This is an optimization exercise on Yosys and OpenROAD, whose aim is small area, a short achievable clock period and few clock cycles per item, not a production implementation.
The RTL was checked by simulation tests, not by an equivalence proof against the original design.
No activity file was given, so power comes from the tool's default toggle rates.

`design/flow/design.v`:
```
module cooper_coder (
    input  wire        clk,
    input  wire        rst,
    input  wire        in_valid,
    output wire        in_ready,
    input  wire [31:0] in_data,
    input  wire        in_count,    
    input  wire        in_last,     
    input  wire        in_end,      
    output wire        out_valid,
    input  wire        out_ready,
    output wire [31:0] out_data,
    output wire        out_last
);
    localparam NB = 38;          
    localparam NS = 8;           
    function [31:0] zigzag;
        input [31:0] r;
        input        cnt;
        begin
            if (cnt)
                zigzag = {r[30:0], 1'b0} ^ {32{r[31]}};
            else
                zigzag = {8'd0, {r[22:0], 1'b0} ^ {24{r[23]}}};
        end
    endfunction
    reg  [5:0]  occ;             
    reg  [3:0]  segs;            
    reg         sf_a;            
    reg         lane_a;          
    reg  [4:0]  fcnt_a;          
    reg         f0_v, f0_lane, f0_sf, f0_gs, f0_ge, f0_last, f0_end;
    reg  [5:0]  f0_m;            
    reg  [31:0] f0_d;
    reg  ir;
    assign in_ready = ir;
    wire accept = in_valid && in_ready;
    wire lane_w = sf_a ? in_count : lane_a;
    wire ge_w   = in_last || (fcnt_a == 5'd31);
    always @(posedge clk) begin
        if (rst) begin
            sf_a   <= 1'b1;
            lane_a <= 1'b0;
            fcnt_a <= 5'd0;
            f0_v   <= 1'b0;
        end else begin
            f0_v <= accept;
            if (accept) begin
                sf_a   <= in_last;
                lane_a <= lane_w;
                fcnt_a <= ge_w ? 5'd0 : fcnt_a + 5'd1;
            end
        end
        f0_d    <= in_data;
        f0_lane <= lane_w;
        f0_sf   <= sf_a;
        f0_gs   <= (fcnt_a == 5'd0);
        f0_ge   <= ge_w;
        f0_m    <= {1'b0, fcnt_a} + 6'd1;
        f0_last <= in_last;
        f0_end  <= in_end;
    end
    wire [31:0] f0_x  = f0_lane ? f0_d : {8'd0, f0_d[31:8]};
    wire [7:0]  f0_f  = f0_lane ? 8'd0 : f0_d[7:0];
    reg  [7:0]  hf;              
    reg         fm_acc;          
    wire        f_chg  = (f0_f != (f0_sf ? 8'd0 : hf));
    wire        fm_eff = (f0_gs ? 1'b0 : fm_acc) | f_chg;
    reg  [5:0]  sq_m    [0:NS-1];
    reg         sq_lane [0:NS-1];
    reg         sq_fm   [0:NS-1];
    reg         sq_sl   [0:NS-1];    
    reg         sq_be   [0:NS-1];    
    reg  [6:0]  sq_pk   [0:NS-1];
    reg  [3:0]  sq_mw, sq_pw, sq_hr;
    always @(posedge clk) begin
        if (f0_v && f0_ge) begin
            sq_m[sq_mw[2:0]]    <= f0_m;
            sq_lane[sq_mw[2:0]] <= f0_lane;
            sq_fm[sq_mw[2:0]]   <= fm_eff;
            sq_sl[sq_mw[2:0]]   <= f0_last;
            sq_be[sq_mw[2:0]]   <= f0_last && f0_end;
        end
    end
    reg  [5:0]  wr;              
    always @(posedge clk) begin
        if (rst) begin
            hf     <= 8'd0;
            fm_acc <= 1'b0;
            sq_mw  <= 4'd0;
            wr     <= 6'd0;
        end else if (f0_v) begin
            hf     <= f0_f;
            fm_acc <= fm_eff;
            if (f0_ge) sq_mw <= sq_mw + 4'd1;
            wr     <= (wr == NB - 1) ? 6'd0 : wr + 6'd1;
        end
    end
    reg [31:0] wbuf [0:NB-1];
    always @(posedge clk) begin
        if (f0_v) wbuf[wr] <= f0_d;
    end
    reg  [31:0] h1;
    reg         f1_v, f1_lane, f1_gs, f1_ge, f1_last;
    reg  [31:0] f1_x, f1_d1;
    always @(posedge clk) begin
        if (rst) begin
            f1_v <= 1'b0;
            h1   <= 32'd0;
        end else begin
            f1_v <= f0_v;
            if (f0_v) h1 <= f0_last ? 32'd0 : f0_x;
        end
        f1_x    <= f0_x;
        f1_d1   <= f0_x - h1;
        f1_lane <= f0_lane;
        f1_gs   <= f0_v && f0_gs;
        f1_ge   <= f0_v && f0_ge;
        f1_last <= f0_last;
    end
    reg  [31:0] pd1;             
    reg  [31:0] pd12;            
    wire [31:0] f1_d2 = f1_d1 - pd1;
    wire [31:0] f1_d3 = f1_d1 - pd12;
    reg         f2_v, f2_lane, f2_gs, f2_ge;
    reg  [31:0] f2_u [0:3];
    always @(posedge clk) begin
        if (rst) begin
            f2_v <= 1'b0;
            pd1  <= 32'd0;
            pd12 <= 32'd0;
        end else begin
            f2_v <= f1_v;
            if (f1_v) begin
                pd1  <= f1_last ? 32'd0 : f1_d1;
                pd12 <= f1_last ? 32'd0 : {f1_d1[30:0], 1'b0} - pd1;
            end
        end
        f2_u[0] <= zigzag(f1_x, f1_lane);
        f2_u[1] <= zigzag(f1_d1, f1_lane);
        f2_u[2] <= zigzag(f1_d2, f1_lane);
        f2_u[3] <= zigzag(f1_d3, f1_lane);
        f2_lane <= f1_lane;
        f2_gs   <= f1_gs;
        f2_ge   <= f1_ge;
    end
    wire [11*128-1:0] acc_all;
    genvar gp, gk;
    generate
        for (gp = 0; gp < 4; gp = gp + 1) begin : g_p
            wire [31:0] u = f2_u[gp];
            wire [31:0] o1 = u  | {1'b0,  u[31:1]};
            wire [31:0] o2 = o1 | {2'b0,  o1[31:2]};
            wire [31:0] o4 = o2 | {4'b0,  o2[31:4]};
            wire [31:0] o8 = o4 | {8'b0,  o4[31:8]};
            wire [32:0] hi = {1'b0, o8 | {16'b0, o8[31:16]}};
            for (gk = 0; gk < 32; gk = gk + 1) begin : g_k
                wire [4:0] q;
                wire       esc;
                if (gk + 5 <= 32) begin : g_q5
                    assign q = u[gk+4:gk];
                end else begin : g_qn
                    assign q = u[31:gk];
                end
                if (gk + 5 < 32) begin : g_e
                    assign esc = hi[gk+5] | (q[4] & q[3]);
                end else begin : g_ne
                    assign esc = (q[4] & q[3]);
                end
                wire [5:0] add = esc ? (f2_lane ? 6'd56 : 6'd48) : ({1'b0, q} + gk + 1);
                reg  [10:0] c;
                always @(posedge clk) begin
                    c <= ((f2_v && f2_gs) ? 11'd0 : c) + {5'd0, add & {6{f2_v}}};
                end
                assign acc_all[(gp*32+gk)*11 +: 11] = c;
            end
        end
    endgenerate
    reg sel_a, sel_b, sel_c;
    always @(posedge clk) begin
        if (rst) begin
            sel_a <= 1'b0; sel_b <= 1'b0; sel_c <= 1'b0;
        end else begin
            sel_a <= f2_v && f2_ge; sel_b <= sel_a; sel_c <= sel_b;
        end
    end
    function [33:0] elim2;       
        input [31:0] al;
        input [63:0] dig;
        integer i;
        reg [31:0] z0, z1, z2;
        reg e0, e1, e2;
        reg [31:0] nx;
        begin
            for (i = 0; i < 32; i = i + 1) begin
                z0[i] = al[i] & (dig[2*i+1 -: 2] == 2'd0);
                z1[i] = al[i] & !dig[2*i+1];
                z2[i] = al[i] & !(dig[2*i+1] & dig[2*i]);
            end
            e0 = |z0; e1 = |z1; e2 = |z2;
            for (i = 0; i < 32; i = i + 1)
                nx[i] = e0 ? z0[i] : e1 ? z1[i] : e2 ? z2[i] : al[i];
            elim2 = {e0 ? 2'd0 : e1 ? 2'd1 : e2 ? 2'd2 : 2'd3, nx};
        end
    endfunction
    function [32:0] elim1;       
        input [31:0] al;
        input [31:0] bit_;
        reg [31:0] z;
        begin
            z = al & ~bit_;
            elim1 = {!(|z), (|z) ? z : al};
        end
    endfunction
    reg  [31:0] al_a  [0:3];     
    reg  [5:0]  mn_a  [0:3];     
    reg  [10:0] mn_b  [0:3];     
    reg  [4:0]  kb_b  [0:3];     
    integer ep_i, ek_i;
    reg  [63:0] dg;
    reg  [31:0] bt;
    reg  [33:0] r2;
    reg  [32:0] r1;
    reg  [31:0] al;
    reg  [5:0]  mh;
    reg  [4:0]  ml;
    reg  [4:0]  kx;
    always @(posedge clk) begin
        for (ep_i = 0; ep_i < 4; ep_i = ep_i + 1) begin
            for (ek_i = 0; ek_i < 32; ek_i = ek_i + 1)
                dg[2*ek_i +: 2] = acc_all[(ep_i*32+ek_i)*11 + 9 +: 2];
            r2 = elim2(32'hFFFF_FFFF, dg);
            mh[5:4] = r2[33:32];
            for (ek_i = 0; ek_i < 32; ek_i = ek_i + 1)
                dg[2*ek_i +: 2] = acc_all[(ep_i*32+ek_i)*11 + 7 +: 2];
            r2 = elim2(r2[31:0], dg);
            mh[3:2] = r2[33:32];
            for (ek_i = 0; ek_i < 32; ek_i = ek_i + 1)
                dg[2*ek_i +: 2] = acc_all[(ep_i*32+ek_i)*11 + 5 +: 2];
            r2 = elim2(r2[31:0], dg);
            mh[1:0] = r2[33:32];
            al_a[ep_i] <= r2[31:0];
            mn_a[ep_i] <= mh;
            for (ek_i = 0; ek_i < 32; ek_i = ek_i + 1)
                dg[2*ek_i +: 2] = acc_all[(ep_i*32+ek_i)*11 + 3 +: 2];
            r2 = elim2(al_a[ep_i], dg);
            ml[4:3] = r2[33:32];
            for (ek_i = 0; ek_i < 32; ek_i = ek_i + 1)
                dg[2*ek_i +: 2] = acc_all[(ep_i*32+ek_i)*11 + 1 +: 2];
            r2 = elim2(r2[31:0], dg);
            ml[2:1] = r2[33:32];
            for (ek_i = 0; ek_i < 32; ek_i = ek_i + 1)
                bt[ek_i] = acc_all[(ep_i*32+ek_i)*11];
            r1 = elim1(r2[31:0], bt);
            ml[0] = r1[32];
            al = r1[31:0];
            kx = 5'd0;
            for (ek_i = 31; ek_i >= 0; ek_i = ek_i - 1)
                if (al[ek_i]) kx = ek_i[4:0];
            mn_b[ep_i] <= {mn_a[ep_i], ml};
            kb_b[ep_i] <= kx;
        end
    end
    wire        c01 = (mn_b[1] < mn_b[0]);
    wire [10:0] m01 = c01 ? mn_b[1] : mn_b[0];
    wire [6:0]  i01 = c01 ? {2'd1, kb_b[1]} : {2'd0, kb_b[0]};
    wire        c23 = (mn_b[3] < mn_b[2]);
    wire [10:0] m23 = c23 ? mn_b[3] : mn_b[2];
    wire [6:0]  i23 = c23 ? {2'd3, kb_b[3]} : {2'd2, kb_b[2]};
    wire [6:0]  pick = (m23 < m01) ? i23 : i01;
    always @(posedge clk) begin
        if (rst) sq_pw <= 4'd0;
        else if (sel_c) sq_pw <= sq_pw + 4'd1;
        if (sel_c) sq_pk[sq_pw[2:0]] <= pick;
    end
    reg  [5:0]  rd;              
    reg  [5:0]  ecnt;            
    wire        eadv;            
    wire [2:0]  hs = sq_hr[2:0];
    wire        head_ok = (sq_pw != sq_hr);
    wire        issue   = eadv && head_ok;
    wire        e_lastw = (ecnt + 6'd1 == sq_m[hs]);
    reg         e1_v, e1_first, e1_lane, e1_fm, e1_sl, e1_be;
    reg  [6:0]  e1_pk;
    reg  [31:0] e1_d;
    wire [5:0]  occ_up = accept ? occ + 6'd1 : occ;
    wire [5:0]  occ_dn = accept ? occ : occ - 6'd1;
    wire [3:0]  segs_nx = segs + {3'd0, f0_v && f0_gs} - {3'd0, issue && e_lastw};
    wire        ir_a = (issue ? (occ != NB[5:0]) : (occ != NB[5:0] - 6'd1)) && !ge_w;
    wire        ir_b = issue || (occ != NB[5:0]);
    always @(posedge clk) begin
        if (rst) begin
            occ      <= 6'd0;
            segs     <= 4'd0;
            ir       <= 1'b1;
            rd       <= 6'd0;
            ecnt     <= 6'd0;
            sq_hr    <= 4'd0;
            e1_v     <= 1'b0;
        end else begin
            occ  <= issue ? occ_dn : occ_up;
            segs <= segs_nx;
            ir   <= (accept ? ir_a : ir_b) && (segs_nx < NS - 1);
            if (eadv) e1_v <= head_ok;
            if (issue) begin
                rd <= (rd == NB - 1) ? 6'd0 : rd + 6'd1;
                if (e_lastw) begin
                    ecnt  <= 6'd0;
                    sq_hr <= sq_hr + 4'd1;
                end else begin
                    ecnt  <= ecnt + 6'd1;
                end
            end
        end
        if (issue) begin
            e1_d     <= wbuf[rd];
            e1_first <= (ecnt == 6'd0);
            e1_lane  <= sq_lane[hs];
            e1_fm    <= sq_fm[hs];
            e1_sl    <= sq_sl[hs] && e_lastw;
            e1_be    <= sq_be[hs] && e_lastw;
            e1_pk    <= sq_pk[hs];
        end
    end
    reg  [31:0] x1;              
    reg  [7:0]  xf;              
    wire [31:0] e1_x = e1_lane ? e1_d : {8'd0, e1_d[31:8]};
    wire [7:0]  e1_f = e1_lane ? 8'd0 : e1_d[7:0];
    reg         e2_v, e2_first, e2_lane, e2_fm, e2_chg, e2_sl, e2_be;
    reg  [6:0]  e2_pk;
    reg  [31:0] e2_x, e2_d1;
    reg  [7:0]  e2_f;
    always @(posedge clk) begin
        if (rst) begin
            e2_v <= 1'b0;
            x1   <= 32'd0;
            xf   <= 8'd0;
        end else if (eadv) begin
            e2_v <= e1_v;
            if (e1_v) begin
                x1 <= e1_sl ? 32'd0 : e1_x;
                xf <= e1_sl ? 8'd0 : e1_f;
            end
        end
        if (eadv) begin
            e2_x     <= e1_x;
            e2_d1    <= e1_x - x1;
            e2_f     <= e1_f;
            e2_chg   <= (e1_f != xf);
            e2_first <= e1_first;
            e2_lane  <= e1_lane;
            e2_fm    <= e1_fm;
            e2_sl    <= e1_sl;
            e2_be    <= e1_be;
            e2_pk    <= e1_pk;
        end
    end
    reg  [31:0] epd1;            
    reg  [31:0] epd12;           
    wire [31:0] e2_d2 = e2_d1 - epd1;
    wire [31:0] e2_d3 = e2_d1 - epd12;
    reg  [31:0] e_res;
    always @(*) begin
        case (e2_pk[6:5])
            2'd0: e_res = e2_x;
            2'd1: e_res = e2_d1;
            2'd2: e_res = e2_d2;
            default: e_res = e2_d3;
        endcase
    end
    reg         e3_v, e3_first, e3_lane, e3_fm, e3_chg, e3_be;
    reg  [6:0]  e3_pk;
    reg  [31:0] e3_u;
    reg  [7:0]  e3_f;
    always @(posedge clk) begin
        if (rst) begin
            e3_v  <= 1'b0;
            epd1  <= 32'd0;
            epd12 <= 32'd0;
        end else if (eadv) begin
            e3_v <= e2_v;
            if (e2_v) begin
                epd1  <= e2_sl ? 32'd0 : e2_d1;
                epd12 <= e2_sl ? 32'd0 : {e2_d1[30:0], 1'b0} - epd1;
            end
        end
        if (eadv) begin
            e3_u     <= zigzag(e_res, e2_lane);
            e3_f     <= e2_f;
            e3_chg   <= e2_chg;
            e3_first <= e2_first;
            e3_lane  <= e2_lane;
            e3_fm    <= e2_fm;
            e3_be    <= e2_be;
            e3_pk    <= e2_pk;
        end
    end
    wire [4:0]  ek   = e3_pk[4:0];
    wire [31:0] eq   = e3_u >> ek;
    wire        eesc = (|eq[31:5]) | (eq[4] & eq[3]);
    wire [5:0]  ew   = e3_lane ? 6'd32 : 6'd24;
    wire [3:0]  efl  = e3_fm ? (e3_chg ? 4'd9 : 4'd1) : 4'd0;
    wire [8:0]  efb  = (e3_fm && e3_chg) ? {1'b1, e3_f} : 9'd0;
    wire [31:0] emask = (32'd1 << ek) - 32'd1;
    wire [31:0] edat  = eesc ? e3_u : (e3_u & emask);
    wire [6:0]  elo   = {3'd0, efl} + (eesc ? {1'b0, ew} : {2'd0, ek} + 7'd1);
    wire [6:0]  elw   = elo + (eesc ? 7'd24 : {2'd0, eq[4:0]});
    wire [7:0]  ehdr  = e3_lane ? {1'b0, e3_pk} : {e3_pk, e3_fm};
    wire [3:0]  eh    = e3_first ? (e3_lane ? 4'd7 : 4'd8) : 4'd0;
    reg         e4_v, e4_be;
    reg  [40:0] e4_low;
    reg  [6:0]  e4_lo, e4_lw, e4_len;
    reg  [7:0]  e4_hdr;
    always @(posedge clk) begin
        if (rst) e4_v <= 1'b0;
        else if (eadv) e4_v <= e3_v;
        if (eadv) begin
            e4_low <= ({9'd0, edat} << efl) | {32'd0, efb};
            e4_lo  <= elo;
            e4_lw  <= elw;
            e4_len <= elw + {3'd0, eh};
            e4_hdr <= e3_first ? ehdr : 8'd0;
            e4_be  <= e3_be;
        end
    end
    wire [64:0] eones = ((65'd1 << e4_lw) - 65'd1) & ~((65'd1 << e4_lo) - 65'd1);
    wire [64:0] ecode = eones | {24'd0, e4_low} | ({57'd0, e4_hdr} << e4_lw);
    reg         cv, c_be;
    reg  [64:0] c_code;
    reg  [6:0]  c_len;
    reg  [31:0] ob0, ob1;        
    reg         ol0, ol1;
    reg         ov0, ov1;
    assign out_valid = ov0;
    assign out_data  = ob0;
    assign out_last  = ol0;
    wire opop = ov0 && out_ready;
    reg  [95:0] pk_bits;
    reg  [6:0]  pk_cnt;
    reg  [2:0]  pk_last;         
    wire         pop   = (pk_cnt[6] | pk_cnt[5]) && !ov1;
    wire [7:0]   sum   = {1'b0, pk_cnt} + {1'b0, c_len};
    wire         ok_np = (sum <= 8'd96);
    wire         ok_p  = (sum <= 8'd128);
    wire         push  = cv && (pop ? ok_p : ok_np);
    assign eadv = !cv || push;
    wire [6:0]   sh    = 7'd0 - sum[6:0];             
    wire [127:0] place = {63'd0, c_code} << sh;
    wire [7:0]   rsum  = (sum[4:0] == 5'd0) ? sum : {sum[7:5] + 3'd1, 5'd0};
    wire [6:0]   csub  = pop ? 7'd32 : 7'd0;
    wire [2:0]   last_mid = pop ? {1'b0, pk_last[2:1]} : pk_last;
    wire [6:0]   rnew  = rsum[6:0] - csub;            
    always @(posedge clk) begin
        if (rst) begin
            cv      <= 1'b0;
            pk_bits <= 96'd0;
            pk_cnt  <= 7'd0;
            pk_last <= 3'd0;
            ov0     <= 1'b0;
            ov1     <= 1'b0;
        end else begin
            if (eadv) cv <= e4_v;
            if (pop)
                pk_bits <= {pk_bits[63:0], 32'd0} | (push ? place[95:0] : 96'd0);
            else
                pk_bits <= pk_bits | (push ? place[127:32] : 96'd0);
            if (push) begin
                if (c_be) begin
                    pk_cnt  <= rnew;
                    pk_last <= last_mid | {rnew[6] & rnew[5], rnew[6] & !rnew[5], !rnew[6]};
                end else begin
                    pk_cnt  <= sum[6:0] - csub;
                    pk_last <= last_mid;
                end
            end else begin
                pk_cnt  <= pk_cnt - csub;
                pk_last <= last_mid;
            end
            if (opop) begin
                ov0 <= ov1 || pop;
                ov1 <= ov1 && pop;
            end else begin
                ov0 <= ov0 || pop;
                ov1 <= ov1 || (ov0 && pop);
            end
        end
        if (opop ? ov1 : 1'b0) begin
            ob0 <= ob1;
            ol0 <= ol1;
        end else if (pop && (opop || !ov0)) begin
            ob0 <= pk_bits[95:64];
            ol0 <= pk_last[0];
        end
        if (pop && (opop ? ov1 : ov0)) begin
            ob1 <= pk_bits[95:64];
            ol1 <= pk_last[0];
        end
        if (eadv) begin
            c_code <= ecode;
            c_len  <= e4_len;
            c_be   <= e4_be;
        end
    end
endmodule
```
`design/flow/flow/run.sh`:
```
#!/bin/bash
# The standard layout (standard.sh, unchanged synthesis and steps), with
# ORFS's timing repair asked for more setup slack than the 17 ns clock needs,
# so that the achieved period shrinks. All tool output goes to standard.log
# here and to ORFS's own logs under orfs/logs.
set -euo pipefail
export SETUP_SLACK_MARGIN=11.5
bash standard.sh > standard.log 2>&1
```
`design/flow/standard.sh`:
```
#!/bin/bash
# synth_recipe.tcl (not shown) runs the flow's synth.tcl, then flattens the netlist and writes it again
# the make line also repeats each setting of config.mk as NAME=value (left out here)
make -C /OpenROAD-flow-scripts/flow DESIGN_CONFIG=/design/flow/config.mk WORK_HOME=/design/flow/orfs CLKGATE_MAP_FILE= SYNTH_SCRIPT=/design/flow/synth_recipe.tcl "${@:-finish}"
```
`design/flow/config.mk`:
```
export PLATFORM = sky130hd
export DESIGN_NAME = cooper_coder
export DESIGN_NICKNAME = cooper_coder
export VERILOG_FILES = /design/flow/design.v
export SDC_FILE = /design/flow/constraint.sdc
export NUM_CORES = 4
export LEC_CHECK = 0
export CAP_MARGIN = 20
export CORE_MARGIN = 2
export CORE_UTILIZATION = 40
export PLACE_DENSITY = 0.55
export SLEW_MARGIN = 20
```
`design/flow/constraint.sdc`:
```
create_clock -name core_clock -period 17.0 [get_ports {clk}]
set_input_delay 3.4000 -clock core_clock [delete_from_list [all_inputs] [get_ports {clk}]]
set_output_delay 3.4000 -clock core_clock [all_outputs]
set_load 0.01 [all_outputs]
```
==> run_results.csv, run 1 <==
group,metric,value,unit
outcome,run_status,"timing/DRC/antenna clean",
logic_synthesis,synth_flop_cell,"sky130_fd_sc_hd__dfxtp_1",
logic_synthesis,synth_warnings,6,
clock_network,root_buffer,"sky130_fd_sc_hd__clkbuf_16",
logic_synthesis,async_reset_ff_frac,0,
cells_and_area,design.final.nets,25900,
power,power.static_leakage,106,nW
detailed_routing,ant_nets,0,
clock_network,clockBufferDepth,4,
critical_path,worstPathRequired,17.94,ns
power,pwr-share-clk,0.215,
placed_design,port_buffer_count,73,
critical_path,max_stage_delay,0.56,ns
sta,hold_viol,0,
clock_network,worst_skew_pair_latency,1.11,ns
power,pwr-share-comb,0.459,
detailed_routing,drc,0,
min_path,hold_path_depth,0,
placed_design,post_detail_place_hpwl,705000,um
cells_and_area,area_growth,18.1,%
power,netSwitchingFraction,0.439,
floorplanning,rows,278,
sta,timing.final.max_slew_violations,0,
critical_path,critPathLaunchType,"flip-flop",
logic_synthesis,postSynthCellCount,24000,
clock_network,cts_num_sinks,3988,
critical_path,maximum_fanout_along_the_worst_path,14,
cells_and_area,final_core_util,0.475,
detailed_routing,drt_pass1_iterations,9,
clock_network,tritoncts,"yes",
critical_path,worst_r2r_endpoint,"kb_b[2][2]",
cells_and_area,fraction_of_final_layout_cells_with_drive_strength_greater_than_1,0.167,
min_path,worst_hold_path.endpoint,"mn_b[2][8]",
cells_and_area,seqCellArea,97800,um2
sta,timing.slew.headroom,0.178,
sta,largest_clock_skew_in_the_final_design,0.133,ns
power,switchingPower,21.1,mW
logic_synthesis,synth.net_count,25500,
floorplanning,start_util,0.402,
power,worst_ir_drop_vdd,0.151,mV
power,cellPowerDensity,176,nW/um2
critical_path,cp.arrival,6.87,ns
detailed_routing,via_per_inst,6.04,
floorplanning,die_w,763,um
sta,rsz_0062_raised_after_global_routing,"yes",
sta,min_period,5.93,ns
power,design_power_total,48.0,mW
critical_path,timing.critical_path.cells,"nor2b_1 > a2111oi_2 > nand4_1 > buf_4 > or2_4 > clkinv_8 > o2111ai_4 > o32ai_4 > nor4_2 > nand4_1 > buf_4 > buf_12 > or2_4 > a221o_1 > o2111ai_2 > nor4_1 > nand2_1 > buf_12 > a21oi_1 > or4_1 > o21ai_1 > nand2_1 > a2111o_1 > a21boi_1",
logic_synthesis,syn_area_per_cell,9.60,um2
cells_and_area,multi_input_comb_area,134000,um2
cells_and_area,fillerInstances,53800,
sta,final_worst_path_cycle_share,0.349,
min_path,timing.hold.worst.start,"mn_a[2][3]",
clock_network,h-tree-depth,5,
logic_synthesis,synth.yosys.seq_area_share,0.422,
critical_path,rr_startpoint,"al_a[2][21]",
logic_synthesis,synth.lib_cells_used.distinct,118,
detailed_routing,detail_route.iter0.violations,21400,
power,intPower,27.0,mW
flow_run,maxCapViolCount,0,
power,seq_power_share,0.327,
grt,pin_count_of_the_biggest_net_entering_global_routing,175,
grt,grt_first_pass_wirelength,1350000,um
grt,first_global_vias,185000,
grt,track_usage,0.312,
floorplanning,core_area,574000,um2
floorplanning,floorplan.die_area,583000,um2
logic_synthesis,synth_enable_flop_cells,1743,
critical_path,timing.setup.critical_path_class,"reg -> reg",
critical_path,startpoint,"al_a[2][21]",
critical_path,crit_path_top_delay_cell,"sky130_fd_sc_hd__or4_1",
logic_synthesis,synthesis.area,231000,um2
detailed_routing,post_drt_wl_per_cell,29.4,um
sta,setup_violations,0,
grt,grt_antenna_before_repair,55,
critical_path,end_kind,"flip-flop",
logic_synthesis,post_synthesis_sequential_element_count,3988,
clock_network,cts_made_buffers,451,
clock_network,clk_pin_slew,0.06,ns
sta,setup_total_negative_slack,0,ns
detailed_routing,totalWireLength,952000,um
grt,grt_remaining_overflow,0,
sta,fmax,169,MHz
floorplanning,io_pins,74,
min_path,hp-class,"reg -> reg",
placed_design,gp_congestion,0.994,
floorplanning,fp.dieH,763,um
critical_path,worstRegToRegCells,24,
sta,tightestPinTransition,1.23,ns
detailed_routing,detailroute.via_count,196000,
critical_path,r2r_setup_slack,11.07,ns
[power by group through the flow]
stage                     Combinational [mW]  Clock [mW]  Sequential (mW)
after floorplan                         11.4           0             13.4
after global placement                  16.2           0             15.3
after detailed placement                16.2           0             15.3
after CTS                               20.3        10.5             15.4
after global routing                    23.2        10.8             15.8
final                                   22.0        10.3             15.7
[critical path, delay by kind of cell, from the launching register on]
family	cells	cell delay (ns)
AOI/OAI and AO/OA	9	2.24
DFF	1	0.40
buffers and inverters	5	0.78
and+or+nand+nor	10	2.33
[layout make-up]
type | instances | share of cell area
clock inverter | 264 | 0.0118
antenna | 37 | 0.000340
clock buffer | 576 | 0.0450
timing repair buffer | 1046 | 0.0372
sequential | 3988 | 0.359
tap | 7560 | 0.0347
timing repair inverter | 8 | 0.000211
inverter | 1492 | 0.0211
multi-input combinational | 17400 | 0.490
[sequential cells by signal, summed over array words and instances, names as in the netlist, 41 cells and up, named ones only]
| register | cells |
|---|---|
| pk_bits | 96 |
| e4_low | 41 |
| g_p.g_k.c | 1408 |
| mn_b | 44 |
| al_a | 128 |
| f2_u | 128 |
| sq_m | 48 |
| c_code | 65 |
| wbuf | 1216 |
| sq_pk | 56 |
[layout by cell type, fill, tap and decap left out, types with 458 or more instances in the layout]
cell and instances:
sky130_fd_sc_hd__nor2_1 2116, sky130_fd_sc_hd__dfxtp_1 1930, sky130_fd_sc_hd__a21oi_1 1841, sky130_fd_sc_hd__edfxtp_1 1743, sky130_fd_sc_hd__nand2_1 1487, sky130_fd_sc_hd__inv_1 1437
sky130_fd_sc_hd__ha_1 1297, sky130_fd_sc_hd__o21ai_0 1184, sky130_fd_sc_hd__xnor2_1 996, sky130_fd_sc_hd__buf_4 750, sky130_fd_sc_hd__and2_1 693, sky130_fd_sc_hd__xor2_1 599
sky130_fd_sc_hd__clkbuf_16 463, sky130_fd_sc_hd__mux4_2 458
[cells in the mapped netlist, drive strengths merged, types with 605 or more instances]
master / instances / area, um2
a21oi: 2014 / 10100
and2: 707 / 4430
clkbuf: 939 / 3530
dfxtp: 2245 / 44900
edfxtp: 1743 / 52300
ha: 1316 / 16500
inv: 1483 / 5570
nand2: 1515 / 5700
nor2: 2206 / 8290
o21ai: 1328 / 6650
xnor2: 1035 / 9060
xor2: 605 / 5300
[per-layer routing]
| layer | global-route usage | up-vias | wire length, um |
|---|---|---|---|
| met1 | 0.430 | 97200 | 410000 |
| met2 | 0.487 | 8340 | 420000 |
| met4 | 0.139 | 20 | 52100 |
| met3 | 0.0470 | 1983 | 69700 |
| met5 | 0 | - | 111 |
| li1 | - | 88100 | - |
[timing repair]
action,4_1_cts,5_1_grt
pin swaps,300,237
setup buffers,388,140
endpoints found under the setup margin,644,448
gates resized for setup,1719,897
hold buffers,0,0
cloned,61,15
[cell families after synthesis]
kind of cell / Yosys count / synth area share
and+or+nand+nor: 7109 / 0.149
adders and majority gates: 1452 / 0.0832
xor gates and xnor gates: 1641 / 0.0624
buffers and inverters: 2638 / 0.0441
muxes: 859 / 0.0628
AOI/OAI and AO/OA: 6324 / 0.176
DFF: 3988 / 0.422
[stage by stage]
step,cell area [um2],cells,worst slack (ns),hold WS [ns]
after floorplan,231000,24000,11.47,0.310
after global placement,240000,30900,8.24,0.313
after detailed placement,240000,30900,8.29,0.312
after CTS,267000,32200,11.19,0.299
after global routing,272000,32300,10.96,0.292
final,272000,32400,11.07,0.301
[worst max-delay path by stage]
stage	endpoint	slack [ns]
6_report	kb_b[2][2]	11.07
5_1_grt	kb_b[3][0]	10.96
4_1_cts	kb_b[3][0]	11.19
3_5_place_dp	kb_b[3][0]	8.29
3_3_place_gp	kb_b[3][0]	8.24
2_1_floorplan	occ[5]	11.47
Testbench counts, summed over its fixed seeds: cycles 20,923, items 19,549.
==> run 2, diff against run 1 <==
--- a/design/flow/design.v
+++ b/design/flow/design.v
@@ -217,3 +217,3 @@
     reg  [10:0] mn_b  [0:3];     
-    reg  [4:0]  kb_b  [0:3];     
+    reg  [31:0] al_b  [0:3];     
     integer ep_i, ek_i;
@@ -223,6 +223,4 @@
     reg  [32:0] r1;
-    reg  [31:0] al;
     reg  [5:0]  mh;
     reg  [4:0]  ml;
-    reg  [4:0]  kx;
     always @(posedge clk) begin
@@ -255,8 +253,13 @@
             ml[0] = r1[32];
-            al = r1[31:0];
-            kx = 5'd0;
-            for (ek_i = 31; ek_i >= 0; ek_i = ek_i - 1)
-                if (al[ek_i]) kx = ek_i[4:0];
             mn_b[ep_i] <= {mn_a[ep_i], ml};
-            kb_b[ep_i] <= kx;
+            al_b[ep_i] <= r1[31:0];
+        end
+    end
+    reg  [4:0]  kb_b [0:3];
+    integer cp_i, ck_i;
+    always @(*) begin
+        for (cp_i = 0; cp_i < 4; cp_i = cp_i + 1) begin
+            kb_b[cp_i] = 5'd0;
+            for (ck_i = 31; ck_i >= 0; ck_i = ck_i - 1)
+                if (al_b[cp_i][ck_i]) kb_b[cp_i] = ck_i[4:0];
         end
--- a/design/flow/flow/run.sh
+++ b/design/flow/flow/run.sh
@@ -6,3 +6,3 @@
 set -euo pipefail
-export SETUP_SLACK_MARGIN=11.5
+export SETUP_SLACK_MARGIN=12
 bash standard.sh > standard.log 2>&1
==> run_results.csv, run 2 <==
group,metric,value,unit
detailed_routing,ant_nets,0,
cells_and_area,final_core_util,0.467,
placed_design,post-place-ws,9.79,ns
sta,largest_clock_skew_in_the_final_design,0.136,ns
detailed_routing,detail_route.iter0.violations,22100,
logic_synthesis,synth.largest_area_cell,"sky130_fd_sc_hd__edfxtp_1",
critical_path,timing.setup.critical_path_class,"reg -> reg",
detailed_routing,drt_pass1_iterations,9,
logic_synthesis,netlist.area_leader.share,0.224,
sta,tightestPinTransition,1.22,ns
grt,track_usage,0.297,
detailed_routing,detailroute.via_count,196000,
floorplanning,io_pins,74,
floorplanning,core_area,582000,um2
logic_synthesis,ys_top_cells_by_count,"sky130_fd_sc_hd__dfxtp_1 (2353), sky130_fd_sc_hd__nor2_1 (2331), sky130_fd_sc_hd__a21oi_1 (1861)",
min_path,hp-class,"reg -> reg",
sta,setup_total_negative_slack,0,ns
floorplanning,floorplan.die_area,590000,um2
sta,fmax,198,MHz
sta,final_worst_path_cycle_share,0.297,
floorplanning,rows,280,
clock_network,tritoncts,"yes",
grt,use_met3,0.0414,
grt,grtUsageMet2,0.457,
detailed_routing,drc,0,
grt,met1_usage,0.421,
logic_synthesis,synth_warnings,7,
logic_synthesis,post_synth_main_area_contributors,"sky130_fd_sc_hd__edfxtp_1 (22%), sky130_fd_sc_hd__dfxtp_1 (20%), sky130_fd_sc_hd__ha_1 (7.1%)",
clock_network,clockBufferDepth,4,
grt,pin_count_of_the_biggest_net_entering_global_routing,135,
sta,timing.final.max_slew_violations,0,
grt,global_route.peak_usage_layer,"met2",
cells_and_area,seqCellArea,99900,um2
critical_path,worst_r2r_endpoint,"al_b[1][4]",
cells_and_area,design.final.nets,26000,
critical_path,r2r_setup_slack,11.95,ns
logic_synthesis,synth_flop_cell,"sky130_fd_sc_hd__dfxtp_1",
logic_synthesis,syn_area_per_cell,9.61,um2
min_path,worst_hold_path.endpoint,"mn_b[1][10]",
logic_synthesis,post-synth-top-count-cell,"sky130_fd_sc_hd__dfxtp_1",
logic_synthesis,post_synthesis_sequential_element_count,4096,
critical_path,maximum_fanout_along_the_worst_path,23,
cells_and_area,multi_input_comb_area,132000,um2
sta,hold_viol,0,
grt,first_global_vias,183000,
min_path,hold_path_depth,0,
logic_synthesis,synth.net_count,25800,
critical_path,cp.arrival,5.98,ns
floorplanning,start_util,0.402,
cells_and_area,top_register,"g_p.g_k.c",
grt,grt_remaining_overflow,0,
detailed_routing,totalWireLength,922000,um
power,cellPowerDensity,174,nW/um2
clock_network,hold_buf_count_cts,0,
power,power.static_leakage,105,nW
cells_and_area,layout.cells.most_common,"sky130_fd_sc_hd__nor2_1",
logic_synthesis,synth.yosys.seq_area_share,0.426,
detailed_routing,post_drt_wl_per_cell,28.2,um
cells_and_area,area_growth,16.3,%
sta,hold_slack,0.298,ns
sta,timing.slew.headroom,0.179,
placed_design,post_detail_place_hpwl,675000,um
clock_network,h-tree-depth,5,
floorplanning,fp.dieH,768,um
clock_network,worst_skew_pair_latency,1.10,ns
critical_path,end_kind,"flip-flop",
cells_and_area,fraction_of_final_layout_cells_with_drive_strength_greater_than_1,0.153,
placed_design,gp_congestion,1.03,
clock_network,clk_pin_slew,0.06,ns
clock_network,cts_num_sinks,4096,
power,worst_ir_drop_vdd,0.211,mV
flow_run,maxCapViolCount,0,
sta,worst_setup_margin,11.95,ns
grt,grt_first_pass_wirelength,1310000,um
sta,setup_violations,0,
floorplanning,die_w,768,um
logic_synthesis,synthesis.area,234000,um2
critical_path,rr_startpoint,"al_a[1][4]",
sta,rsz_0062_raised_after_global_routing,"yes",
min_path,timing.hold.worst.start,"mn_a[1][5]",
logic_synthesis,postSynthCellCount,24300,
cells_and_area,layout.cells.most_common_list,"sky130_fd_sc_hd__nor2_1 (2225), sky130_fd_sc_hd__dfxtp_1 (2088), sky130_fd_sc_hd__a21oi_1 (1746)",
outcome,run_status,"timing/DRC/antenna clean",
logic_synthesis,async_reset_ff_frac,0,
clock_network,root_buffer,"sky130_fd_sc_hd__clkbuf_16",
cells_and_area,biggestRegsByFlops,"g_p.g_k.c x1408, wbuf x1216",
detailed_routing,via_per_inst,5.99,
sta,min_period,5.05,ns
critical_path,worstPathRequired,17.93,ns
grt,grt_antenna_before_repair,48,
critical_path,critPathLaunchType,"flip-flop",
logic_synthesis,synth_enable_flop_cells,1743,
placed_design,port_buffer_count,73,
cells_and_area,fillerInstances,54800,
cells_and_area,largest_register_ff_count,1408,
logic_synthesis,synth.lib_cells_used.distinct,115,
clock_network,cts_made_buffers,459,
critical_path,worstRegToRegCells,18,
-- run 2: worst max-delay path by stage --
| stage | start | to | slack [ns] | cells past startpoint |
|---|---|---|---|---|
| detailed placement | al_a[1][22] | al_b[1][31] | 9.79 | 16 |
| finish | al_a[1][4] | al_b[1][4] | 11.95 | 18 |
| global placement | al_a[1][3] | al_b[1][31] | 9.31 | 16 |
| CTS | ob0[4] | out_data[4] | 11.84 | 1 |
| floorplan | e2_pk[5] | e3_u[10] | 12.02 | 23 |
| global route | e3_pk[1] | e4_len[6] | 11.80 | 21 |
-- run 2: through the flow --
| stage | instance area (um2) | std cells | total power, mW |
|---|---|---|---|
| after floorplan | 234000 | 24300 | 25.6 |
| after global placement | 243000 | 31300 | 32.5 |
| after detailed placement | 243000 | 31300 | 32.6 |
| after CTS | 265000 | 32400 | 45.1 |
| after global routing | 272000 | 32700 | 49.0 |
| final | 272000 | 32700 | 47.2 |
-- run 2: worst max-delay path: stages, from the launching register on --
cell and delay [ns]:
sky130_fd_sc_hd__dfxtp_1 0.54, sky130_fd_sc_hd__inv_1 0.08, sky130_fd_sc_hd__o32ai_1 0.44, sky130_fd_sc_hd__nor2_1 0.17, sky130_fd_sc_hd__and4b_4 0.26, sky130_fd_sc_hd__buf_8 0.18
sky130_fd_sc_hd__o21ai_1 0.39, sky130_fd_sc_hd__a211oi_2 0.10, sky130_fd_sc_hd__a2111oi_2 0.50, sky130_fd_sc_hd__nand4_1 0.16, sky130_fd_sc_hd__buf_6 0.22, sky130_fd_sc_hd__nor2_4 0.27
sky130_fd_sc_hd__o21ai_0 0.18, sky130_fd_sc_hd__a2111oi_1 0.55, sky130_fd_sc_hd__a2111oi_1 0.12, sky130_fd_sc_hd__nand4_1 0.17, sky130_fd_sc_hd__buf_4 0.14, sky130_fd_sc_hd__or2_2 0.27
sky130_fd_sc_hd__a21boi_1 0.10
-- run 2: power by group --
group | internal [mW] | total [mW] | switching [mW]
clock network | 6.27 | 10.8 | 4.49
logic | 7.57 | 20.5 | 12.9
registers | 12.4 | 16.0 | 3.58
total | 26.2 | 47.2 | 21.0
-- run 2: routing by layer --
metal  up-vias  wire (um)
met5         -        132
met4        22      45000
met3      1822      74300
met2      9080     401000
met1     96600     401000
li1      88500          -
-- run 2: logic make-up (layout without fill, tap and decap cells) --
logic type / Yosys count / count (layout) / share of synthesized area
DFF: 4096 / 4096 / 0.426
xor gates and xnor gates: 1644 / 1644 / 0.0617
and+or+nand+nor: 7291 / 7320 / 0.151
adders and majority gates: 1452 / 1452 / 0.0822
muxes: 887 / 892 / 0.0631
AOI/OAI and AO/OA: 6272 / 6274 / 0.172
buffers and inverters: 2660 / 3240 / 0.0443
other: 0 / 24 / 0
-- run 2: cell type report --
type	count	share of cell area
repair buffers	885	0.0311
clock inverters	278	0.0131
repair inverters	1	0.0000184
flip-flops and latches	4096	0.368
multi-input cells	17600	0.485
diodes	24	0.000221
well taps	7755	0.0357
clock buffers	591	0.0464
inverters	1485	0.0208
-- run 2: repair_timing --
action / 4_1_cts / 5_1_grt
pin swaps: 144 / 276
endpoints found under the setup margin: 1124 / 832
gates cloned: 37 / 33
gates resized for setup: 1317 / 1103
buffers inserted: 198 / 236
Testbench counts of run 2, summed over its fixed seeds: cycles 20,923, items 19,549.
==> run 3, diff against run 2 <==
--- a/design/flow/config.mk
+++ b/design/flow/config.mk
@@ -9,4 +9,4 @@
 export CORE_MARGIN = 2
-export CORE_UTILIZATION = 40
-export PLACE_DENSITY = 0.55
+export CORE_UTILIZATION = 50
+export PLACE_DENSITY = 0.65
 export SLEW_MARGIN = 20
==> run_results.csv, run 3 <==
group,metric,value,unit
logic_synthesis,synth.yosys.seq_area_share,0.426,
clock_network,cts_num_sinks,4096,
logic_synthesis,async_reset_ff_frac,0,
clock_network,clockBufferDepth,4,
critical_path,maximum_fanout_along_the_worst_path,7,
cells_and_area,area_of_all_placed_cells_without_fillers,266000,um2
sta,final_worst_path_cycle_share,0.308,
critical_path,worst-path-buf-inv,4,
cells_and_area,layout.cells.most_common_list,"sky130_fd_sc_hd__nor2_1 (2225), sky130_fd_sc_hd__dfxtp_1 (2131), sky130_fd_sc_hd__a21oi_1 (1780)",
placed_design,numPlacedInstances,29700,
critical_path,worstRegToRegCells,20,
logic_synthesis,post_synthesis_sequential_element_count,4096,
detailed_routing,ant_nets,0,
sta,timing.slew.headroom,0.213,
critical_path,worstPathRequired,17.71,ns
detailed_routing,totalWireLength,892000,um
detailed_routing,wl_met1,371000,um
detailed_routing,detailroute.via_count,197000,
power,design_power_total,46.2,mW
clock_network,cts_made_buffers,440,
floorplanning,start_util,0.503,
cells_and_area,largest_register_ff_count,1408,
grt,grt_first_pass_wirelength,1270000,um
detailed_routing,via_per_inst,6.37,
cells_and_area,multi_input_comb_area,130000,um2
critical_path,crit_path_top_delay_cell,"sky130_fd_sc_hd__fa_2",
power,cellPowerDensity,174,nW/um2
critical_path,end_kind,"flip-flop",
logic_synthesis,synth_warnings,7,
critical_path,r2r_setup_slack,11.76,ns
logic_synthesis,ys_top_cells_by_count,"sky130_fd_sc_hd__dfxtp_1 (2353), sky130_fd_sc_hd__nor2_1 (2331), sky130_fd_sc_hd__a21oi_1 (1861)",
critical_path,cpLargestDelayFamily,"adder cells",
critical_path,startpoint,"e3_pk[0]",
critical_path,worst_r2r_endpoint,"e4_len[6]",
critical_path,max_stage_delay,0.58,ns
critical_path,timing.setup.critical_path_class,"reg -> reg",
power,worst_ir_drop_vdd,0.205,mV
detailed_routing,detail_route.iter0.violations,25200,
grt,grt_antenna_before_repair,38,
critical_path,critPathLaunchType,"flip-flop",
logic_synthesis,synth.lib_cells_used.distinct,115,
sta,timing.final.max_slew_violations,0,
floorplanning,fp.dieH,687,um
grt,pin_count_of_the_biggest_net_entering_global_routing,137,
placed_design,post_dp_cell_area,241000,um2
sta,setup_total_negative_slack,0,ns
grt,track_usage,0.363,
sta,largest_clock_skew_in_the_final_design,0.146,ns
cells_and_area,layout.cells.most_common,"sky130_fd_sc_hd__nor2_1",
cells_and_area,stdcell_count,30900,
sta,hold_viol,0,
logic_synthesis,syn_area_per_cell,9.61,um2
logic_synthesis,synth_flop_cell,"sky130_fd_sc_hd__dfxtp_1",
sta,rsz_0062_raised_after_global_routing,"yes",
placed_design,port_buffer_count,73,
grt,first_global_vias,183000,
sta,min_period,5.24,ns
cells_and_area,area_growth,13.8,%
floorplanning,core_area,465000,um2
detailed_routing,wl_met2,385000,um
logic_synthesis,post-synth-top-count-cell,"sky130_fd_sc_hd__dfxtp_1",
cells_and_area,fillerInstances,40300,
logic_synthesis,post_synth_main_area_contributors,"sky130_fd_sc_hd__edfxtp_1 (22%), sky130_fd_sc_hd__dfxtp_1 (20%), sky130_fd_sc_hd__ha_1 (7.1%)",
min_path,timing.hold.worst.start,"mn_a[0][2]",
logic_synthesis,synthesis.area,234000,um2
floorplanning,rows,250,
min_path,hp-class,"reg -> reg",
logic_synthesis,synth.largest_area_cell,"sky130_fd_sc_hd__edfxtp_1",
cells_and_area,design.final.nets,25800,
sta,tightestPinTransition,1.18,ns
clock_network,worst_skew_pair_latency,1.10,ns
placed_design,gp_congestion,1.04,
logic_synthesis,synth.net_count,25800,
clock_network,root_buffer,"sky130_fd_sc_hd__clkbuf_16",
cells_and_area,fraction_of_final_layout_cells_with_drive_strength_greater_than_1,0.139,
floorplanning,io_pins,74,
clock_network,clk_pin_slew,0.06,ns
sta,setup_violations,0,
detailed_routing,drc,0,
detailed_routing,routed-wl-met3,84000,um
detailed_routing,maxUsedRoutingLayer,"met5",
logic_synthesis,synth_enable_flop_cells,1743,
critical_path,rr_startpoint,"e3_pk[0]",
critical_path,instance_count_on_the_critical_path,20,
critical_path,setup_crit_end,"e4_len[6]",
cells_and_area,seqCellArea,99800,um2
detailed_routing,post_drt_wl_per_cell,28.9,um
clock_network,tritoncts,"yes",
logic_synthesis,postSynthCellCount,24300,
floorplanning,floorplan.die_area,473000,um2
grt,grt_remaining_overflow,0,
placed_design,post_detail_place_hpwl,659000,um
clock_network,h-tree-depth,5,
logic_synthesis,netlist.area_leader.share,0.224,
critical_path,cp.arrival,5.94,ns
cells_and_area,biggestRegsByFlops,"g_p.g_k.c x1408, wbuf x1216",
cells_and_area,top_register,"g_p.g_k.c",
detailed_routing,drt_pass1_iterations,7,
floorplanning,die_w,687,um
critical_path,timing.critical_path.cells,"buf_12 > clkbuf_16 > mux4_2 > or4_4 > nor3_2 > nand2_1 > o22ai_2 > nand3_1 > a221o_2 > nor2_4 > ha_4 > ha_4 > inv_4 > fa_2 > inv_4 > fa_2 > a21o_1 > a21oi_2 > nand3b_1 > xnor2_2",
outcome,run_status,"timing/DRC/antenna clean",
power,power.static_leakage,103,nW
sta,fmax,191,MHz
flow_run,maxCapViolCount,0,
[run 3: cell counts after synthesis]
No cell type changed its count.
[run 3: logic make-up after synthesis]
kind of cell / synth area share
flip-flops: 0.426
XOR/XNOR: 0.0617
adder cells (fa/ha/maj): 0.0822
buffers and inverters: 0.0443
AO/OA/AOI/OAI: 0.172
multiplexers: 0.0631
AND/OR/NAND/NOR: 0.151
[run 3: metrics by stage]
step           setup WS (ns)  hold slack, ns   util
2_1_floorplan          12.02           0.310      -
3_3_place_gp            9.29           0.312  0.518
3_5_place_dp            9.58           0.313  0.518
4_1_cts                11.85           0.326  0.562
5_1_grt                11.60           0.327  0.572
6_report               11.76           0.321  0.572
[run 3: routing by layer]
layer  vias to the layer above  track usage
li1                      88100            -
met1                     96600        0.505
met2                     10100        0.549
met3                      2068       0.0632
met4                        14        0.170
met5                         -            0
[run 3: timing repair]
action                     in CTS  in global routing
hold buffers                    0                  0
setup endpoints to repair    1351                809
gates resized for setup      1159                949
pin swaps                     146                172
setup buffers                 183                125
cloned                         32                 16
[run 3: layout make-up]
cell class              instances  area share
diodes                         14    0.000132
clock buffers                 583      0.0459
clock inverters               243      0.0113
inverters                    1485      0.0213
multi-input cells           17600       0.490
flip-flops and latches       4096       0.376
well taps                    6174      0.0291
repair buffers                740      0.0264
repair inverters                2   0.0000612
[run 3: worst min-delay path by stage]
stage,to,slack (ns),depth (start not counted)
after floorplan,f2_ge,0.31,0
after global placement,mn_b[1][8],0.31,0
after detailed placement,mn_b[1][8],0.31,0
after CTS,mn_b[1][8],0.33,0
after global routing,mn_b[1][5],0.33,0
final,mn_b[0][7],0.32,0
[run 3: where the power goes]
part | leakage, nW | switching [mW] | internal (mW)
sequential | 35.8 | 3.76 | 12.4
combinational | 60.3 | 12.5 | 7.39
clock | 7.38 | 4.33 | 5.84
total | 103 | 20.6 | 25.6
==> run 4, diff against run 3 <==
--- a/design/flow/flow/run.sh
+++ b/design/flow/flow/run.sh
@@ -6,3 +6,3 @@
 set -euo pipefail
-export SETUP_SLACK_MARGIN=12
+export SETUP_SLACK_MARGIN=12.25
 bash standard.sh > standard.log 2>&1
--- a/design/flow/config.mk
+++ b/design/flow/config.mk
@@ -9,4 +9,4 @@
 export CORE_MARGIN = 2
-export CORE_UTILIZATION = 50
-export PLACE_DENSITY = 0.65
+export CORE_UTILIZATION = 45
+export PLACE_DENSITY = 0.6
 export SLEW_MARGIN = 20
==> run_results.csv, run 4 <==
group,metric,value,unit
sta,timing.slew.headroom,0.186,
cells_and_area,largest_register_ff_count,1408,
placed_design,port_buffer_count,73,
critical_path,timing.critical_path.cells,"buf_12 > mux4_2 > or4_1 > nor3_2 > nand2_1 > o22ai_2 > nand3_2 > a221o_2 > nor2_1 > a21oi_1 > ha_1 > buf_4 > a31o_4 > xor2_4 > ha_4 > buf_6 > xor2_4 > nand3b_1 > xnor2_1",
grt,pin_count_of_the_biggest_net_entering_global_routing,126,
clock_network,worst_skew_pair_latency,1.06,ns
power,intPower,27.3,mW
cells_and_area,fillerInstances,46000,
logic_synthesis,post_synth_main_area_contributors,"sky130_fd_sc_hd__edfxtp_1 (22%), sky130_fd_sc_hd__dfxtp_1 (20%), sky130_fd_sc_hd__ha_1 (7.1%)",
detailed_routing,post_drt_wl_per_cell,28.4,um
detailed_routing,detail_route.iter0.violations,23900,
sta,fmax,197,MHz
grt,grt_first_pass_wirelength,1290000,um
critical_path,worstRegToRegCells,19,
critical_path,worstPathRequired,17.80,ns
sta,timing.final.max_slew_violations,0,
logic_synthesis,postSynthCellCount,24300,
floorplanning,core_area,517000,um2
logic_synthesis,ys_top_cells_by_count,"sky130_fd_sc_hd__dfxtp_1 (2353), sky130_fd_sc_hd__nor2_1 (2331), sky130_fd_sc_hd__a21oi_1 (1861)",
clock_network,cts_num_sinks,4096,
detailed_routing,ant_nets,0,
flow_run,maxCapViolCount,0,
clock_network,clockBufferDepth,4,
placed_design,gp_congestion,1.06,
logic_synthesis,synth.largest_area_cell,"sky130_fd_sc_hd__edfxtp_1",
cells_and_area,design.final.nets,26300,
detailed_routing,drc,0,
detailed_routing,via_per_inst,6.18,
cells_and_area,layout.cells.most_common,"sky130_fd_sc_hd__nor2_1",
min_path,hp-class,"reg -> reg",
power,pwr-share-comb,0.458,
placed_design,post_detail_place_hpwl,659000,um
sta,rsz_0062_raised_after_global_routing,"yes",
floorplanning,rows,264,
grt,grt_remaining_overflow,0,
clock_network,tritoncts,"yes",
cells_and_area,area_growth,18.7,%
sta,setup_total_negative_slack,0,ns
logic_synthesis,post-synth-top-count-cell,"sky130_fd_sc_hd__dfxtp_1",
detailed_routing,detailroute.via_count,199000,
critical_path,maximum_fanout_along_the_worst_path,12,
cells_and_area,top_register,"g_p.g_k.c",
floorplanning,floorplan.die_area,525000,um2
floorplanning,start_util,0.452,
power,seq_power_share,0.330,
logic_synthesis,synth.lib_cells_used.distinct,115,
cells_and_area,biggestRegsByFlops,"g_p.g_k.c x1408, wbuf x1216",
sta,largest_clock_skew_in_the_final_design,0.0732,ns
outcome,run_status,"timing/DRC/antenna clean",
sta,setup_violations,0,
power,power.static_leakage,108,nW
clock_network,clk_pin_slew,0.06,ns
logic_synthesis,synth.yosys.seq_area_share,0.426,
sta,hold_viol,0,
clock_network,hold_buf_count_cts,0,
critical_path,cpMostUsedCell,"sky130_fd_sc_hd__xor2_4",
clock_network,cts_made_buffers,451,
clock_network,h-tree-depth,5,
detailed_routing,totalWireLength,917000,um
min_path,hold_path_depth,0,
critical_path,critPathLaunchType,"flip-flop",
logic_synthesis,netlist.area_leader.share,0.224,
power,worst_ir_drop_vdd,0.236,mV
power,netSwitchingFraction,0.444,
logic_synthesis,synth_flop_cell,"sky130_fd_sc_hd__dfxtp_1",
detailed_routing,drt_pass1_iterations,7,
floorplanning,fp.dieH,724,um
critical_path,crit_path_top_delay_cell,"sky130_fd_sc_hd__mux4_2",
power,switchingPower,21.8,mW
power,cellPowerDensity,177,nW/um2
floorplanning,io_pins,74,
logic_synthesis,synth_enable_flop_cells,1743,
clock_network,root_buffer,"sky130_fd_sc_hd__clkbuf_16",
critical_path,end_kind,"flip-flop",
logic_synthesis,synthesis.area,234000,um2
critical_path,timing.setup.critical_path_class,"reg -> reg",
grt,track_usage,0.331,
logic_synthesis,async_reset_ff_frac,0,
logic_synthesis,synth_warnings,7,
sta,final_worst_path_cycle_share,0.298,
cells_and_area,fraction_of_final_layout_cells_with_drive_strength_greater_than_1,0.185,
cells_and_area,layout.cells.most_common_list,"sky130_fd_sc_hd__nor2_1 (2198), sky130_fd_sc_hd__dfxtp_1 (1992), sky130_fd_sc_hd__edfxtp_1 (1743)",
cells_and_area,final_core_util,0.536,
critical_path,max_stage_delay,0.56,ns
grt,grt_antenna_before_repair,53,
power,pwr-share-clk,0.212,
logic_synthesis,post_synthesis_sequential_element_count,4096,
sta,min_period,5.07,ns
sta,tightestPinTransition,1.21,ns
floorplanning,die_w,724,um
power,design_power_total,49.1,mW
grt,first_global_vias,184000,
critical_path,cp.arrival,5.88,ns
logic_synthesis,synth.net_count,25800,
logic_synthesis,syn_area_per_cell,9.61,um2
run 4: cell counts after synthesis:
Identical to the previous run, type by type.
run 4: per-stage QoR:
stage | cell area, um2 | hold slack, ns | std cells | worst slack (ns)
after floorplan | 234000 | 0.310 | 24300 | 12.02
after global placement | 242000 | 0.311 | 30500 | 9.13
after detailed placement | 242000 | 0.313 | 30500 | 9.36
after CTS | 267000 | 0.329 | 31700 | 11.94
after global routing | 277000 | 0.330 | 32200 | 11.72
final | 277000 | 0.328 | 32300 | 11.93
run 4: logic make-up (layout without fill, tap and decap cells):
family | Yosys count | in the layout | synth area share
adder cells (fa/ha/maj) | 1452 | 1452 | 0.0822
multiplexers | 887 | 892 | 0.0631
other | 0 | 106 | 0
AND/OR/NAND/NOR | 7291 | 7336 | 0.151
flip-flops | 4096 | 4096 | 0.426
AO/OA/AOI/OAI | 6272 | 6273 | 0.172
XOR/XNOR | 1644 | 1644 | 0.0617
buffers and inverters | 2660 | 3535 | 0.0443
run 4: metal layers:
metal,global-route usage,share of wire,up-vias
li1,-,-,89300
met1,0.458,0.42,97600
met2,0.507,0.43,10200
met3,0.0540,0.090,2299
met4,0.154,0.059,22
met5,0,0.00015,-
run 4: power by group through the flow:
stage | Clock, mW | Sequential [mW] | Combinational (mW)
after floorplan | 0 | 13.9 | 11.7
after global placement | 0 | 15.9 | 16.4
after detailed placement | 0 | 15.9 | 16.5
after CTS | 10.5 | 15.8 | 18.8
after global routing | 10.9 | 16.3 | 23.7
final | 10.4 | 16.2 | 22.5
run 4: worst paths after layout:
check                endpoint  slack (ns)       start
setup / recovery    e4_len[6]       11.93    e3_pk[0]
hold / removal    mn_b[0][10]        0.33  mn_a[0][5]
setup reg to reg    e4_len[6]       11.93    e3_pk[0]
hold reg to reg   mn_b[0][10]        0.33  mn_a[0][5]
run 4: critical path: cells and delay by family (launching register included):
family                   cells  cell delay (ns)
flip-flops                   1             0.45
AND/OR/NAND/NOR              6             1.15
multiplexers                 1             0.56
adder cells (fa/ha/maj)      2             0.66
buffers and inverters        3             0.45
AO/OA/AOI/OAI                4             1.01
XOR/XNOR                     3             0.58
run 4: repair_timing:
item	CTS	global route
gates cloned	56	67
pin swaps	239	567
gates resized for setup	1787	1662
setup endpoints to repair	1797	895
setup buffers	323	391
run 4: area by class of cell:
| cell class | count | area (um2) | share of cell area |
|---|---|---|---|
| flip-flops and latches | 4096 | 100000 | 0.361 |
| well taps | 6916 | 8650 | 0.0312 |
| multi-input cells | 17600 | 135000 | 0.487 |
| clock inverters | 232 | 2880 | 0.0104 |
| repair inverters | 1 | 5.00 | 0.0000180 |
| clock buffers | 615 | 12700 | 0.0459 |
| diodes | 106 | 265 | 0.000957 |
| inverters | 1485 | 5680 | 0.0205 |
| repair buffers | 1202 | 11800 | 0.0427 |

-- static timing again, ports no longer ideal --
The results above use ideal ports. As a check the final layouts listed here were re-extracted and re-timed, cells and wires unchanged. Step 1, drivers: a clkbuf_16 drives clk and a buf_2 each remaining input, both assumed. Step 2 moves the port delays by t, midway between the first and last clock arrival at a register: inputs arrive t later, outputs are due t later. That takes back most of the time a late clock gives input paths. Slacks: no drivers / after step 1 / after step 2; pairs: no drivers / after step 1.
| run | t (ns) | setup WS [ns] | hold WS [ns] |
|---|---|---|---|
| run 1 | 1.166 | 11.068 / 11.068 / 10.793 | 0.301 / 0.301 / 0.301 |
| run 2 | 1.160 | 11.950 / 11.831 / 11.058 | 0.298 / 0.298 / 0.298 |
| run 3 | 1.155 | 11.763 / 11.763 / 11.112 | 0.321 / 0.321 / 0.321 |
| run 4 | 1.159 | 11.928 / 11.890 / 11.267 | 0.328 / 0.328 / 0.328 |
After both steps setup and hold are still met in every run listed. The setup slack of run 2, which loses most, moves by -0.119 ns with the drivers and by -0.892 ns with both steps.
